What follows belongs to an exercise in optimizing a design on an open flow for small area; a production flow would make more cautious choices. Where RTL was checked, it was by simulation tests only, not by an equivalence proof against the original. Only the layout flow was run in run 1; the RTL was not checked for function there.

==> flow/design.v (outline; a module is shown in full before it is edited, if it fits) <==
// module dpll_loop_filter: 2060 lines
// module lf_fa: 4 lines
// module lf_ha: 4 lines
module dpll_loop_filter (
    input  wire               clk,
    input  wire               rst,
    input  wire               start,
    input  wire               preset,
    input  wire signed [31:0] e_loop,
    input  wire               frozen,
    input  wire        [4:0]  bw_code,
    input  wire        [2:0]  damp,
    input  wire               type3,
    input  wire        [9:0]  lim_ppm,
    input  wire signed [47:0] preset_fcw,
    output reg                done,
    output wire signed [47:0] fcw,
    output reg                clamp
);
  // ...
==> flow/flow/run.sh <==
#!/bin/bash
# Own flow: the standard synthesis, then the combinational cells between the
# registers and the adder cells are mapped again with an area-oriented ABC script
# (registers, full/half adders and all names of registers are kept), then the standard flow's
# standard layout from floorplan to finish.  Each tool writes its own log here.
set -euo pipefail
W=$(pwd)
R=$W/orfs/results/${FLOW_PLATFORM}/dpll_loop_filter/base
LIB=$FLOW_HOME/platforms/${FLOW_PLATFORM}/lib/sky130_fd_sc_hd__tt_025C_1v80.lib
YOSYS=$FLOW_HOME/../tools/install/yosys/bin/yosys
[ -x "$YOSYS" ] || YOSYS=$(command -v yosys)

bash standard.sh synth > log_1_standard_synth.txt 2>&1
cp "$R/1_2_yosys.v" "$W/standard_netlist.v"

python3 "$W/flow/mkmap.py" "$LIB" "$W/cells_func.v" > log_2_mkmap.txt 2>&1
DU=$(sed -n '/DONT_USE_CELLS/,/^$/p' "$FLOW_HOME/platforms/${FLOW_PLATFORM}/config.mk" \
     | grep -o 'sky130_fd_sc_hd__[a-z0-9_]*' | sed 's/^/-dont_use /' | tr '\n' ' ')
cat > "$W/remap.ys" <<EOT
read_liberty -lib $LIB
read_verilog $W/standard_netlist.v
hierarchy -top ${FLOW_TOP}
techmap -map $W/cells_func.v
techmap
opt -fast
abc -liberty $LIB $DU -script $W/flow/remap.abc
opt_clean -purge
setundef -zero
splitnets
opt_clean -purge
hilomap -singleton -hicell sky130_fd_sc_hd__conb_1 HI -locell sky130_fd_sc_hd__conb_1 LO
insbuf -buf sky130_fd_sc_hd__buf_4 A X
opt_clean -purge
rename -enumerate -pattern remap_% w:\$* c:\$*
check -assert
tee -o $W/remap_stat.txt stat -liberty $LIB
write_verilog -noattr -nohex -nodec $R/1_2_yosys.v
EOT
"$YOSYS" -s "$W/remap.ys" > log_3_remap_yosys.txt 2>&1
rm -f "$R/1_synth.odb" "$R/1_synth.sdc"

bash standard.sh finish > log_4_standard_finish.txt 2>&1
==> flow/flow/mkmap.py <==
#!/usr/bin/env python3
"""Writes a yosys techmap file giving each single-output combinational cell of the
liberty file its logic function (fa, ha, tie and sequential cells are left alone)."""
import re, sys
lib = open(sys.argv[1]).read()
out = open(sys.argv[2], 'w')
SKIP = re.compile(r'__(fa|ha|conb|probe|lpflow|diode|tap|decap|fill|macro)')
for m in re.finditer(r'\n    cell \("(sky130_fd_sc_hd__\w+)"\) \{(.*?)\n    \}', lib, re.S):
    name, body = m.group(1), m.group(2)
    if SKIP.search(name) or re.search(r'\b(ff|latch|statetable)\s*\(', body):
        continue
    ins, outs = [], []
    for pn, pb in re.findall(r'\n        pin \("(\w+)"\) \{(.*?)\n        \}', body, re.S):
        d = re.search(r'direction : "(\w+)"', pb)
        if not d:
            continue
        if d.group(1) == 'input':
            ins.append(pn)
        elif d.group(1) == 'output':
            f = re.search(r'function : "([^"]+)"', pb)
            outs.append((pn, f.group(1) if f else None))
    if len(outs) != 1 or outs[0][1] is None or not ins:
        continue
    f = outs[0][1].replace('!', '~').replace('*', '&').replace('+', '|')
    f = re.sub(r'\)\s*\(', ') & (', f)
    f = re.sub(r'(\w)\s+(\w|\()', r'\1 & \2', f)
    f = re.sub(r'\)\s+(\w|\()', r') & \1', f)
    out.write('module %s (%s, output %s);\n  assign %s = %s;\nendmodule\n'
              % (name, ', '.join('input ' + i for i in ins), outs[0][0], outs[0][0], f))
==> flow/flow/remap.abc <==
strash
dch -f
map -a
topo
stime -c
buffer -c
upsize -c -D 25000
dnsize -c -D 25000
==> flow/standard.sh <==
#!/bin/bash
# synth_recipe.tcl (not shown) runs the flow's synth.tcl, then flattens the netlist and writes it again
# the make line also repeats each setting of config.mk as NAME=value (left out here)
make -C /OpenROAD-flow-scripts/flow DESIGN_CONFIG=/design/flow/config.mk WORK_HOME=/design/flow/orfs CLKGATE_MAP_FILE= SYNTH_SCRIPT=/design/flow/synth_recipe.tcl "${@:-finish}"
==> flow/config.mk <==
export PLATFORM = sky130hd
export DESIGN_NAME = dpll_loop_filter
export DESIGN_NICKNAME = dpll_loop_filter
export VERILOG_FILES = /design/flow/design.v
export SDC_FILE = /design/flow/constraint.sdc
export NUM_CORES = 4
export LEC_CHECK = 0
export ABC_AREA = 1
export CAP_MARGIN = 20
export CORE_MARGIN = 2
export CORE_UTILIZATION = 40
export SLEW_MARGIN = 20
export SYNTH_HIERARCHICAL = 1
export SYNTH_MEMORY_MAX_BITS = 131072
export SYNTH_MINIMUM_KEEP_SIZE = 0
==> flow/constraint.sdc <==
create_clock -name core_clock -period 40.0 [get_ports {clk}]
set_input_delay 8.0000 -clock core_clock [delete_from_list [all_inputs] [get_ports {clk}]]
set_output_delay 8.0000 -clock core_clock [all_outputs]
set_load 0.01 [all_outputs]
==> results.py, run 1 <==
metrics = {
    "run": {
        "max_cap_violations": 0,
    },
    "clocking": {
        "cts_buffer_depth": 3,
        "cts_tree": "built",
    },
    "floorplan": {
        "start_util": 0.403,
        "die-area_sq_mm": 0.0978,
        "core_sq_mm": 0.0947,
    },
    "grt": {
        "grt_use_met2": 0.587,
        "grt_pass1_wl_um": 267000,
        "use_met3": 0.0348,
        "busiest_layer": "met2",
        "antenna_found_initial": 0,
    },
    "worst_setup_path": {
        "end_kind": "flip-flop",
        "rrSetupSlack_ps": 7850,
        "reg2reg_depth": 129,
        "crit_path_max_fanout": 20,
        "cpPeakStageDelay_ps": 600,
        "crit_arrival_ps": 39450,
    },
    "timing": {
        "tns_ps": 0,
        "fin_skew_ps": 30.7,
        "drv_slew": 0,
        "finalHoldViolCount": 0,
    },
    "routing": {
        "route.met3.wl_um": 12000,
        "wirelength_um": 182000,
        "initialDrtViolationCount": 4510,
    },
    "finish": {
        "layout_commonest_cell": "buf_4",
        "final_cell_count_no_fill": 7241,
        "nNetsFinal": 6703,
        "reg.largest.list": "i2 x96, i1 x82, fcw_r x40",
    },
    "synth": {
        "netlist_area_sq_mm": 0.0381,
        "synth_fp_nets": 5958,
    },
    "outcome": {
        "outcome": "finished clean",
    },
    "placement": {
        "place_congestion": 1.07,
        "place_inst": 7164,
    },
}
==> run 2, diff against run 1 <==
--- a/flow/design.v
+++ b/flow/design.v
@@ -1967,55 +1967,133 @@
     wire [38:0] nlim = lim ^ lim_below;
     wire [49:0] hs    = sum[81:32];
     wire        hneg  = hs[49];
     wire [49:0] hx    = hs ^ {50{hneg}};
     wire        lo_nz = |sum[31:0];
     wire        cmp_ge = hneg | (p3 & lo_nz);
     wire [39:0] cg;
     assign cg[0] = cmp_ge;
-    assign cg[1] = (hx[0] & ~lim[0]) | (hx[0] & cg[0]) | (~lim[0] & cg[0]);
-    assign cg[2] = (hx[1] & ~lim[1]) | (hx[1] & cg[1]) | (~lim[1] & cg[1]);
-    assign cg[3] = (hx[2] & ~lim[2]) | (hx[2] & cg[2]) | (~lim[2] & cg[2]);
-    assign cg[4] = (hx[3] & ~lim[3]) | (hx[3] & cg[3]) | (~lim[3] & cg[3]);
-    assign cg[5] = (hx[4] & ~lim[4]) | (hx[4] & cg[4]) | (~lim[4] & cg[4]);
-    assign cg[6] = (hx[5] & ~lim[5]) | (hx[5] & cg[5]) | (~lim[5] & cg[5]);
-    assign cg[7] = (hx[6] & ~lim[6]) | (hx[6] & cg[6]) | (~lim[6] & cg[6]);
-    assign cg[8] = (hx[7] & ~lim[7]) | (hx[7] & cg[7]) | (~lim[7] & cg[7]);
-    assign cg[9] = (hx[8] & ~lim[8]) | (hx[8] & cg[8]) | (~lim[8] & cg[8]);
-    assign cg[10] = (hx[9] & ~lim[9]) | (hx[9] & cg[9]) | (~lim[9] & cg[9]);
-    assign cg[11] = (hx[10] & ~lim[10]) | (hx[10] & cg[10]) | (~lim[10] & cg[10]);
-    assign cg[12] = (hx[11] & ~lim[11]) | (hx[11] & cg[11]) | (~lim[11] & cg[11]);
-    assign cg[13] = (hx[12] & ~lim[12]) | (hx[12] & cg[12]) | (~lim[12] & cg[12]);
-    assign cg[14] = (hx[13] & ~lim[13]) | (hx[13] & cg[13]) | (~lim[13] & cg[13]);
-    assign cg[15] = (hx[14] & ~lim[14]) | (hx[14] & cg[14]) | (~lim[14] & cg[14]);
-    assign cg[16] = (hx[15] & ~lim[15]) | (hx[15] & cg[15]) | (~lim[15] & cg[15]);
-    assign cg[17] = (hx[16] & ~lim[16]) | (hx[16] & cg[16]) | (~lim[16] & cg[16]);
-    assign cg[18] = (hx[17] & ~lim[17]) | (hx[17] & cg[17]) | (~lim[17] & cg[17]);
-    assign cg[19] = (hx[18] & ~lim[18]) | (hx[18] & cg[18]) | (~lim[18] & cg[18]);
-    assign cg[20] = (hx[19] & ~lim[19]) | (hx[19] & cg[19]) | (~lim[19] & cg[19]);
-    assign cg[21] = (hx[20] & ~lim[20]) | (hx[20] & cg[20]) | (~lim[20] & cg[20]);
-    assign cg[22] = (hx[21] & ~lim[21]) | (hx[21] & cg[21]) | (~lim[21] & cg[21]);
-    assign cg[23] = (hx[22] & ~lim[22]) | (hx[22] & cg[22]) | (~lim[22] & cg[22]);
-    assign cg[24] = (hx[23] & ~lim[23]) | (hx[23] & cg[23]) | (~lim[23] & cg[23]);
-    assign cg[25] = (hx[24] & ~lim[24]) | (hx[24] & cg[24]) | (~lim[24] & cg[24]);
-    assign cg[26] = (hx[25] & ~lim[25]) | (hx[25] & cg[25]) | (~lim[25] & cg[25]);
-    assign cg[27] = (hx[26] & ~lim[26]) | (hx[26] & cg[26]) | (~lim[26] & cg[26]);
-    assign cg[28] = (hx[27] & ~lim[27]) | (hx[27] & cg[27]) | (~lim[27] & cg[27]);
-    assign cg[29] = (hx[28] & ~lim[28]) | (hx[28] & cg[28]) | (~lim[28] & cg[28]);
-    assign cg[30] = (hx[29] & ~lim[29]) | (hx[29] & cg[29]) | (~lim[29] & cg[29]);
-    assign cg[31] = (hx[30] & ~lim[30]) | (hx[30] & cg[30]) | (~lim[30] & cg[30]);
-    assign cg[32] = (hx[31] & ~lim[31]) | (hx[31] & cg[31]) | (~lim[31] & cg[31]);
-    assign cg[33] = (hx[32] & ~lim[32]) | (hx[32] & cg[32]) | (~lim[32] & cg[32]);
-    assign cg[34] = (hx[33] & ~lim[33]) | (hx[33] & cg[33]) | (~lim[33] & cg[33]);
-    assign cg[35] = (hx[34] & ~lim[34]) | (hx[34] & cg[34]) | (~lim[34] & cg[34]);
-    assign cg[36] = (hx[35] & ~lim[35]) | (hx[35] & cg[35]) | (~lim[35] & cg[35]);
-    assign cg[37] = (hx[36] & ~lim[36]) | (hx[36] & cg[36]) | (~lim[36] & cg[36]);
-    assign cg[38] = (hx[37] & ~lim[37]) | (hx[37] & cg[37]) | (~lim[37] & cg[37]);
-    assign cg[39] = (hx[38] & ~lim[38]) | (hx[38] & cg[38]) | (~lim[38] & cg[38]);
+    wire cgx0 = hx[0] & ~lim[0];
+    wire cgq0 = ~(hx[0] ^ lim[0]);
+    assign cg[1] = cgx0 | (cgq0 & cg[0]);
+    wire cgx1 = hx[1] & ~lim[1];
+    wire cgq1 = ~(hx[1] ^ lim[1]);
+    assign cg[2] = cgx1 | (cgq1 & cg[1]);
+    wire cgx2 = hx[2] & ~lim[2];
+    wire cgq2 = ~(hx[2] ^ lim[2]);
+    assign cg[3] = cgx2 | (cgq2 & cg[2]);
+    wire cgx3 = hx[3] & ~lim[3];
+    wire cgq3 = ~(hx[3] ^ lim[3]);
+    assign cg[4] = cgx3 | (cgq3 & cg[3]);
+    wire cgx4 = hx[4] & ~lim[4];
+    wire cgq4 = ~(hx[4] ^ lim[4]);
+    assign cg[5] = cgx4 | (cgq4 & cg[4]);
+    wire cgx5 = hx[5] & ~lim[5];
+    wire cgq5 = ~(hx[5] ^ lim[5]);
+    assign cg[6] = cgx5 | (cgq5 & cg[5]);
+    wire cgx6 = hx[6] & ~lim[6];
+    wire cgq6 = ~(hx[6] ^ lim[6]);
+    assign cg[7] = cgx6 | (cgq6 & cg[6]);
+    wire cgx7 = hx[7] & ~lim[7];
+    wire cgq7 = ~(hx[7] ^ lim[7]);
+    assign cg[8] = cgx7 | (cgq7 & cg[7]);
+    wire cgx8 = hx[8] & ~lim[8];
+    wire cgq8 = ~(hx[8] ^ lim[8]);
+    assign cg[9] = cgx8 | (cgq8 & cg[8]);
+    wire cgx9 = hx[9] & ~lim[9];
+    wire cgq9 = ~(hx[9] ^ lim[9]);
+    assign cg[10] = cgx9 | (cgq9 & cg[9]);
+    wire cgx10 = hx[10] & ~lim[10];
+    wire cgq10 = ~(hx[10] ^ lim[10]);
+    assign cg[11] = cgx10 | (cgq10 & cg[10]);
+    wire cgx11 = hx[11] & ~lim[11];
+    wire cgq11 = ~(hx[11] ^ lim[11]);
+    assign cg[12] = cgx11 | (cgq11 & cg[11]);
+    wire cgx12 = hx[12] & ~lim[12];
+    wire cgq12 = ~(hx[12] ^ lim[12]);
+    assign cg[13] = cgx12 | (cgq12 & cg[12]);
+    wire cgx13 = hx[13] & ~lim[13];
+    wire cgq13 = ~(hx[13] ^ lim[13]);
+    assign cg[14] = cgx13 | (cgq13 & cg[13]);
+    wire cgx14 = hx[14] & ~lim[14];
+    wire cgq14 = ~(hx[14] ^ lim[14]);
+    assign cg[15] = cgx14 | (cgq14 & cg[14]);
+    wire cgx15 = hx[15] & ~lim[15];
+    wire cgq15 = ~(hx[15] ^ lim[15]);
+    assign cg[16] = cgx15 | (cgq15 & cg[15]);
+    wire cgx16 = hx[16] & ~lim[16];
+    wire cgq16 = ~(hx[16] ^ lim[16]);
+    assign cg[17] = cgx16 | (cgq16 & cg[16]);
+    wire cgx17 = hx[17] & ~lim[17];
+    wire cgq17 = ~(hx[17] ^ lim[17]);
+    assign cg[18] = cgx17 | (cgq17 & cg[17]);
+    wire cgx18 = hx[18] & ~lim[18];
+    wire cgq18 = ~(hx[18] ^ lim[18]);
+    assign cg[19] = cgx18 | (cgq18 & cg[18]);
+    wire cgx19 = hx[19] & ~lim[19];
+    wire cgq19 = ~(hx[19] ^ lim[19]);
+    assign cg[20] = cgx19 | (cgq19 & cg[19]);
+    wire cgx20 = hx[20] & ~lim[20];
+    wire cgq20 = ~(hx[20] ^ lim[20]);
+    assign cg[21] = cgx20 | (cgq20 & cg[20]);
+    wire cgx21 = hx[21] & ~lim[21];
+    wire cgq21 = ~(hx[21] ^ lim[21]);
+    assign cg[22] = cgx21 | (cgq21 & cg[21]);
+    wire cgx22 = hx[22] & ~lim[22];
+    wire cgq22 = ~(hx[22] ^ lim[22]);
+    assign cg[23] = cgx22 | (cgq22 & cg[22]);
+    wire cgx23 = hx[23] & ~lim[23];
+    wire cgq23 = ~(hx[23] ^ lim[23]);
+    assign cg[24] = cgx23 | (cgq23 & cg[23]);
+    wire cgx24 = hx[24] & ~lim[24];
+    wire cgq24 = ~(hx[24] ^ lim[24]);
+    assign cg[25] = cgx24 | (cgq24 & cg[24]);
+    wire cgx25 = hx[25] & ~lim[25];
+    wire cgq25 = ~(hx[25] ^ lim[25]);
+    assign cg[26] = cgx25 | (cgq25 & cg[25]);
+    wire cgx26 = hx[26] & ~lim[26];
+    wire cgq26 = ~(hx[26] ^ lim[26]);
+    assign cg[27] = cgx26 | (cgq26 & cg[26]);
+    wire cgx27 = hx[27] & ~lim[27];
+    wire cgq27 = ~(hx[27] ^ lim[27]);
+    assign cg[28] = cgx27 | (cgq27 & cg[27]);
+    wire cgx28 = hx[28] & ~lim[28];
+    wire cgq28 = ~(hx[28] ^ lim[28]);
+    assign cg[29] = cgx28 | (cgq28 & cg[28]);
+    wire cgx29 = hx[29] & ~lim[29];
+    wire cgq29 = ~(hx[29] ^ lim[29]);
+    assign cg[30] = cgx29 | (cgq29 & cg[29]);
+    wire cgx30 = hx[30] & ~lim[30];
+    wire cgq30 = ~(hx[30] ^ lim[30]);
+    assign cg[31] = cgx30 | (cgq30 & cg[30]);
+    wire cgx31 = hx[31] & ~lim[31];
+    wire cgq31 = ~(hx[31] ^ lim[31]);
+    assign cg[32] = cgx31 | (cgq31 & cg[31]);
+    wire cgx32 = hx[32] & ~lim[32];
+    wire cgq32 = ~(hx[32] ^ lim[32]);
+    assign cg[33] = cgx32 | (cgq32 & cg[32]);
+    wire cgx33 = hx[33] & ~lim[33];
+    wire cgq33 = ~(hx[33] ^ lim[33]);
+    assign cg[34] = cgx33 | (cgq33 & cg[33]);
+    wire cgx34 = hx[34] & ~lim[34];
+    wire cgq34 = ~(hx[34] ^ lim[34]);
+    assign cg[35] = cgx34 | (cgq34 & cg[34]);
+    wire cgx35 = hx[35] & ~lim[35];
+    wire cgq35 = ~(hx[35] ^ lim[35]);
+    assign cg[36] = cgx35 | (cgq35 & cg[35]);
+    wire cgx36 = hx[36] & ~lim[36];
+    wire cgq36 = ~(hx[36] ^ lim[36]);
+    assign cg[37] = cgx36 | (cgq36 & cg[36]);
+    wire cgx37 = hx[37] & ~lim[37];
+    wire cgq37 = ~(hx[37] ^ lim[37]);
+    assign cg[38] = cgx37 | (cgq37 & cg[37]);
+    wire cgx38 = hx[38] & ~lim[38];
+    wire cgq38 = ~(hx[38] ^ lim[38]);
+    assign cg[39] = cgx38 | (cgq38 & cg[38]);
     wire cmp_over = (|hx[49:39]) | cg[39];
     wire        over = (p3 | p4) & cmp_over;
     wire        c_hi = over & ~hneg;
     wire        c_lo = over & hneg;
     wire [49:0] hsel = c_hi ? {11'd0, lim} : c_lo ? {{11{1'b1}}, nlim} : hs;
     wire [31:0] lsel = over ? 32'd0 : sum[31:0];
     wire        ovf    = (aop[95] == sho[87]) && (sum[95] != aop[95]);
     wire [95:0] i2_sat = ovf ? {aop[95], {95{~aop[95]}}} : sum;
==> flow/run.sh (new file) <==
#!/bin/bash
# synth_recipe.tcl (not shown) runs the flow's synth.tcl, then flattens the netlist and writes it again
# the make line also repeats each setting of config.mk as NAME=value (left out here)
make -C /OpenROAD-flow-scripts/flow DESIGN_CONFIG=/design/flow/config.mk WORK_HOME=/design/flow/orfs CLKGATE_MAP_FILE= SYNTH_SCRIPT=/design/flow/synth_recipe.tcl finish
--- a/flow/config.mk
+++ b/flow/config.mk
@@ -4,12 +4,13 @@
 export VERILOG_FILES = /design/flow/design.v
 export SDC_FILE = /design/flow/constraint.sdc
 export NUM_CORES = 4
 export LEC_CHECK = 0
 export ABC_AREA = 1
 export CAP_MARGIN = 20
 export CORE_MARGIN = 2
 export CORE_UTILIZATION = 40
+export GPL_TIMING_DRIVEN = 0
 export SLEW_MARGIN = 20
 export SYNTH_HIERARCHICAL = 1
 export SYNTH_MEMORY_MAX_BITS = 131072
 export SYNTH_MINIMUM_KEEP_SIZE = 0
removed: flow/flow/run.sh
removed: flow/flow/mkmap.py
removed: flow/flow/remap.abc
removed: flow/standard.sh
==> results.py, run 2 <==
metrics = {
    "clocking": {
        "htreeDepth": 1,
        "cts-buffers-inserted": 28,
        "clock-sinks": 234,
        "cts_buffer_depth": 3,
        "cts.root.buffer_cell": "clkbuf_16",
        "clk_latency_ps": 620,
        "clk_pin_slew_ps": 70,
        "cts_tree": "built",
    },
    "synth": {
        "yosys_warnings": 7,
        "synth_top_area_frac": 0.242,
        "synthTopCellsByCount": "nand2_1 (1281), inv_1 (642), o21ai_0 (584)",
        "synth_fp_nets": 6430,
        "yosysSeqAreaShare": 0.119,
        "netlist_area_sq_mm": 0.0400,
        "synth.area.top_cells": "fa_1 (24%), nand2_1 (12%), dfxtp_1 (11%)",
        "syn_avg_cell_area_sq_um": 7.08,
        "synth-async-reset-ratio": 0,
        "yosysTopAreaCell": "fa_1",
        "synth_edf_count": 9,
        "ys_seq_elements": 234,
        "synth_top_flop_cell": "dfxtp_1",
        "synth_cell_type_count": 60,
        "synth_cells": 5645,
        "synth_most_common_cell": "nand2_1",
    },
    "worst_setup_path": {
        "crit_path_max_fanout": 10,
        "critical_path_required_ps": 40480,
        "end_kind": "flip-flop",
        "path_common_cell": "nand2_1",
        "crit_type": "in2reg",
        "crit_buf_inv": 12,
        "start_kind": "input port",
        "crit_slowest_cell": "buf_1",
        "cpPeakStageDelay_ps": 600,
        "crit_family": "adder cells",
        "crit_arrival_ps": 39160,
    },
    "floorplan": {
        "core_sq_mm": 0.0987,
        "start_util": 0.405,
        "die-area_sq_mm": 0.102,
        "die_w_um": 320,
        "die_h_um": 320,
        "rows": 115,
        "io_pins": 154,
    },
    "routing": {
        "dr.pass1.iters": 6,
        "wl_per_cell_um": 26.5,
        "wirelength_um": 193000,
        "vias": 42829,
        "route.met3.wl_um": 14500,
        "initialDrtViolationCount": 4348,
        "top_layer": "met4",
        "drc_errors": 0,
        "ant_nets": 0,
        "wl_met1_um": 77500,
        "wl_met2_um": 87500,
        "vias_per_cell": 5.87,
    },
    "timing": {
        "fin_skew_ps": 30.9,
        "fin_crit_sh": 0.967,
        "setup-violations-final": 0,
        "relSlewSlack": 0.192,
        "fin_ws_ps": 1320,
        "drv_slew": 0,
        "period_minus_slack_ps": 38680,
        "hold_ws_ps": 465,
        "max_freq_mhz": 25.9,
        "finalHoldViolCount": 0,
        "worst_pin_slew_ps": 1210,
        "tns_ps": 0,
    },
    "finish": {
        "largest_reg_flops": 96,
        "reg.largest.list": "i2 x96, i1 x82, fcw_r x40",
        "drive_gt1_frac": 0.132,
        "nNetsFinal": 6771,
        "layout_commonest_cell": "nand2_1",
        "postLayoutCoreUtil": 0.489,
        "layout_common_cells": "nand2_1 (1212), inv_1 (602), o21ai_0 (522), fa_1 (407), nor2_1 (309)",
        "syn_to_final_growth_pct": 20.8,
        "top_register": "i2",
    },
    "outcome": {
        "outcome": "finished clean",
    },
    "grt": {
        "gr-total-overflow": 0,
        "antenna_found_initial": 1,
        "grt_max_degree": 20,
        "grt_pass1_wl_um": 281000,
        "grt_use_total": 0.370,
        "first_global_vias": 42105,
    },
    "placement": {
        "port_buffers": 152,
        "place_ws_ps": -9560,
        "place_congestion": 1.07,
        "dp_hpwl_um": 156000,
    },
    "hold_path": {
        "hp-class": "reg2reg",
    },
    "run": {
        "max_cap_violations": 0,
    },
}
==> run 2: changes by cell type in the layout (fill, tap and decap cells not counted), moves of 30 or more <==
| cell | change |
|---|---|
| a221oi_1 | -39 |
| a21oi_1 | -86 |
| inv_1 | +47 |
| a221oi_2 | -32 |
| nor3_1 | -37 |
| buf_4 | -693 |
| nor2_1 | -262 |
| nand4_1 | +38 |
| nand2_1 | +511 |
| clkbuf_2 | +30 |
| ha_1 | +39 |
| a22oi_1 | -34 |
| nand3_1 | +52 |
| clkbuf_1 | +253 |
==> run 2: metrics by stage <==
| stage | std cells | cell area [sq um] |
|---|---|---|
| 6_report | 7296 | 48300 |
| 5_1_grt | 7296 | 48300 |
| 4_1_cts | 7222 | 46300 |
| 3_5_place_dp | 7088 | 43200 |
| 3_3_place_gp | 7084 | 43100 |
| 2_1_floorplan | 5645 | 40000 |
==> run 2: cells by family (layout without fill, tap and decap cells) <==
group	count (synthesis)	count (layout)	share of synthesized area
muxes	35	35	0.00877
AOI/OAI and AO/OA	1314	1314	0.187
other	0	1	0
and+or+nand+nor	1973	1973	0.201
DFF	234	234	0.119
buffers and inverters	1052	1415	0.101
xor gates and xnor gates	356	356	0.0780
adders and majority gates	681	681	0.304
==> run 2: path summary, 6_finish.rpt <==
kind,start,end,slack (ps),depth (start not counted)
setup / recovery,damp[2],i1[32],1320,171
hold / removal,i1[28],i1[28],460,2
setup reg to reg,p2,i1[32],8340,169
hold reg to reg,i1[28],i1[28],460,2
==> run 2: worst register-to-register path: cells and delay by family (launching register included) <==
family / cells / cell delay, ps
AOI/OAI and AO/OA: 12 / 2960
DFF: 1 / 420
buffers and inverters: 12 / 3220
adders and majority gates: 46 / 17960
muxes: 2 / 370
xor gates and xnor gates: 2 / 350
and+or+nand+nor: 95 / 6250
==> run 2: per-module statistics from Yosys (local to each module, per instance) <==
| module | cells | area, sq um | flops+latches |
|---|---|---|---|
| lf_fa | 1 | 20.0 | 0 |
| dpll_loop_filter | 5086 | 29300 | 234 |
| lf_ha | 1 | 12.5 | 0 |
==> run 2: final cells by class <==
class	instances	area, sq um
Clock buffer	35	798
Buffer	383	1980
Timing Repair Buffer	312	2930
Multi-Input combinational cell	4359	33400
Fill cell	10108	50400
Antenna cell	1	2.50
Clock inverter	17	164
Inverter	668	2590
Tap cell	1287	1610
Sequential cell	234	4770
==> run 2: per-layer routing <==
metal	track usage	vias up
li1	-	19169
met2	0.601	2234
met1	0.473	20863
met4	0.212	0
met3	0.0502	563
met5	0	-
==> run 2: what timing repair did <==
item                                    4_1_cts  5_1_grt
gates resized for setup                     448      433
hold endpoints to repair                      0        0
pin swaps                                    71      142
gates cloned                                  1        1
hold buffers                                  0        0
buffers inserted                             82       73
endpoints found under the setup margin      219      217
==> run 3, diff against run 2 <==
--- a/flow/config.mk
+++ b/flow/config.mk
@@ -10,5 +10,4 @@
 export CORE_MARGIN = 2
 export CORE_UTILIZATION = 40
-export GPL_TIMING_DRIVEN = 0
 export SLEW_MARGIN = 20
 export SYNTH_HIERARCHICAL = 1
==> results.py, run 3 <==
metrics = {
    "grt": {
        "busiest_layer": "met2",
        "grt_max_degree": 97,
        "grt_util_met1": 0.450,
        "gr-total-overflow": 0,
        "first_global_vias": 41575,
        "grt_use_total": 0.343,
        "grt_pass1_wl_um": 266000,
        "antenna_found_initial": 1,
        "grt_use_met2": 0.557,
        "use_met3": 0.0331,
    },
    "placement": {
        "place_congestion": 1.04,
        "dp_hpwl_um": 142000,
        "dpl-instance-area_sq_mm": 0.0469,
        "place_ws_ps": -1340,
        "port_buffers": 153,
        "place_inst": 7369,
    },
    "finish": {
        "syn_to_final_growth_pct": 22.2,
        "drive_gt1_frac": 0.158,
        "layout_commonest_cell": "nand2_1",
        "largest_reg_flops": 96,
        "final_cell_count_no_fill": 7445,
        "layout_common_cells": "nand2_1 (1267), buf_4 (661), inv_1 (627), o21ai_0 (555), fa_1 (417)",
        "postLayoutCoreUtil": 0.495,
        "top_register": "i2",
        "fin_area_sq_mm": 0.0488,
        "nNetsFinal": 6920,
        "reg.largest.list": "i2 x96, i1 x82, fcw_r x40",
    },
    "floorplan": {
        "rows": 115,
        "die_w_um": 320,
        "die_h_um": 320,
        "io_pins": 154,
        "die-area_sq_mm": 0.102,
        "start_util": 0.405,
        "core_sq_mm": 0.0987,
    },
    "timing": {
        "fin_ws_ps": 1760,
        "fin_crit_sh": 0.956,
        "drv_slew": 0,
        "worst_pin_slew_ps": 1030,
        "hold_ws_ps": 464,
        "finalHoldViolCount": 0,
        "max_freq_mhz": 26.2,
        "setup-violations-final": 0,
        "tns_ps": 0,
        "period_minus_slack_ps": 38240,
        "fin_skew_ps": 44.3,
        "relSlewSlack": 0.314,
    },
    "synth": {
        "synth.area.top_cells": "fa_1 (24%), nand2_1 (12%), dfxtp_1 (11%)",
        "synth_fp_nets": 6430,
        "yosys_warnings": 7,
        "synth_top_area_frac": 0.242,
        "synth_top_flop_cell": "dfxtp_1",
        "synth-async-reset-ratio": 0,
        "synth_most_common_cell": "nand2_1",
        "synthTopCellsByCount": "nand2_1 (1281), inv_1 (642), o21ai_0 (584)",
        "syn_avg_cell_area_sq_um": 7.08,
        "synth_cells": 5645,
        "synth_cell_type_count": 60,
        "synth_edf_count": 9,
        "yosysSeqAreaShare": 0.119,
        "netlist_area_sq_mm": 0.0400,
        "ys_seq_elements": 234,
        "yosysTopAreaCell": "fa_1",
    },
    "routing": {
        "wirelength_um": 179000,
        "vias": 42037,
        "ant_nets": 0,
        "dr.pass1.iters": 6,
        "initialDrtViolationCount": 3719,
        "drc_errors": 0,
        "vias_per_cell": 5.65,
        "wl_per_cell_um": 24.0,
    },
    "clocking": {
        "cts-buffers-inserted": 28,
        "cts_hold_buffers": 0,
        "cts_tree": "built",
        "clk_latency_ps": 600,
        "clk_pin_slew_ps": 70,
        "htreeDepth": 1,
        "clock-sinks": 234,
        "cts_buffer_depth": 3,
        "cts.root.buffer_cell": "clkbuf_16",
    },
    "worst_setup_path": {
        "crit_path_max_fanout": 27,
        "crit_type": "in2reg",
        "rrSetupSlack_ps": 8890,
        "critical_path_required_ps": 40490,
        "start_kind": "input port",
        "path_common_cell": "nand2_1",
        "end_kind": "flip-flop",
        "crit_slowest_cell": "fa_1",
        "crit_arrival_ps": 38730,
        "cpPeakStageDelay_ps": 570,
    },
    "outcome": {
        "outcome": "finished clean",
    },
    "hold_path": {
        "hp-class": "reg2reg",
    },
    "run": {
        "max_cap_violations": 0,
    },
}
-- run 3: cell counts after synthesis --
No cell type changed its count.
-- run 3: worst paths after layout --
kind,from,endpoint,cells after the start
worst min register to register,i2[18],i2[18],2
worst min-delay path,i2[18],i2[18],2
worst max-delay path,bw_code[0],fcw_r[17],186
worst max register to register,p2,fcw_r[17],181
-- run 3: cells by family after synthesis --
logic type                 share of synthesized area
AOI/OAI and AO/OA                              0.187
xor gates and xnor gates                      0.0780
adders and majority gates                      0.304
buffers and inverters                          0.101
DFF                                            0.119
muxes                                        0.00877
and+or+nand+nor                                0.201
-- run 3: layout make-up --
| cell class | instances | area, sq um |
|---|---|---|
| antenna | 2 | 5.00 |
| clock inverter | 13 | 146 |
| timing repair buffer | 843 | 7040 |
| tap | 1287 | 1610 |
| fill | 10113 | 49900 |
| clock buffer | 38 | 778 |
| multi-input combinational | 4360 | 32000 |
| sequential | 234 | 4780 |
| inverter | 668 | 2510 |
-- run 3: repair_timing --
action                     4_1_cts  5_1_grt
setup buffers                    2       18
setup endpoints to repair      122      134
pin swaps                        2       55
gates resized for setup         23      203
cloned                           1        1
-- run 3: worst max-delay path, delay by kind of cell --
kind / cells / cell delay, ps
buf+inv: 17 / 2600
xor+xnor: 2 / 350
compound gates: 13 / 2180
fa+ha+maj: 47 / 18520
simple gates: 107 / 7010
-- run 3: per-layer routing --
metal  routed length (um)  up-vias
met5                   18        -
met4                12100        2
met3                10800      415
met2                81400     1749
met1                74500    20423
li1                     -    19448
-- run 3: Yosys stat by module (local to each module, per instance) --
module,copies in the design,cells inside,cell area [sq um]
lf_fa,482,1,20.0
lf_ha,77,1,12.5
dpll_loop_filter,1,5086,29300

re-timing with driven ports:
In the flow no input, the clock included, has a driving cell. The finished layouts below were timed again as built, in two steps. Step 1, drivers: a clkbuf_16 drives clk and a buf_2 each remaining input, both assumed. Step 2, shift: input delay + t, output delay - t, t = (earliest + latest rising clock arrival at the registers) / 2. This alone moves slack from input paths to output paths. Slacks: no drivers / after step 1 / after step 2; pairs: no drivers / after step 1.
| run | t (ns) | slack for setup (ns) | worst hold slack (ns) | cell pins on the clock port's net |
|---|---|---|---|---|
| run 1 | 0.642 | 0.982 / 1.025 / 0.383 | 0.465 / 0.465 / 0.465 | 1 |
| run 2 | 0.669 | 1.318 / 1.366 / 0.697 | 0.465 / 0.465 / 0.465 | 1 |
| run 3 | 0.641 | 1.760 / 1.798 / 1.156 | 0.464 / 0.464 / 0.464 | 1 |
After both steps every run listed still meets setup and hold. For run 2, which loses most, drivers alone change the setup slack by +0.048 ns; drivers and shift together by -0.621 ns.
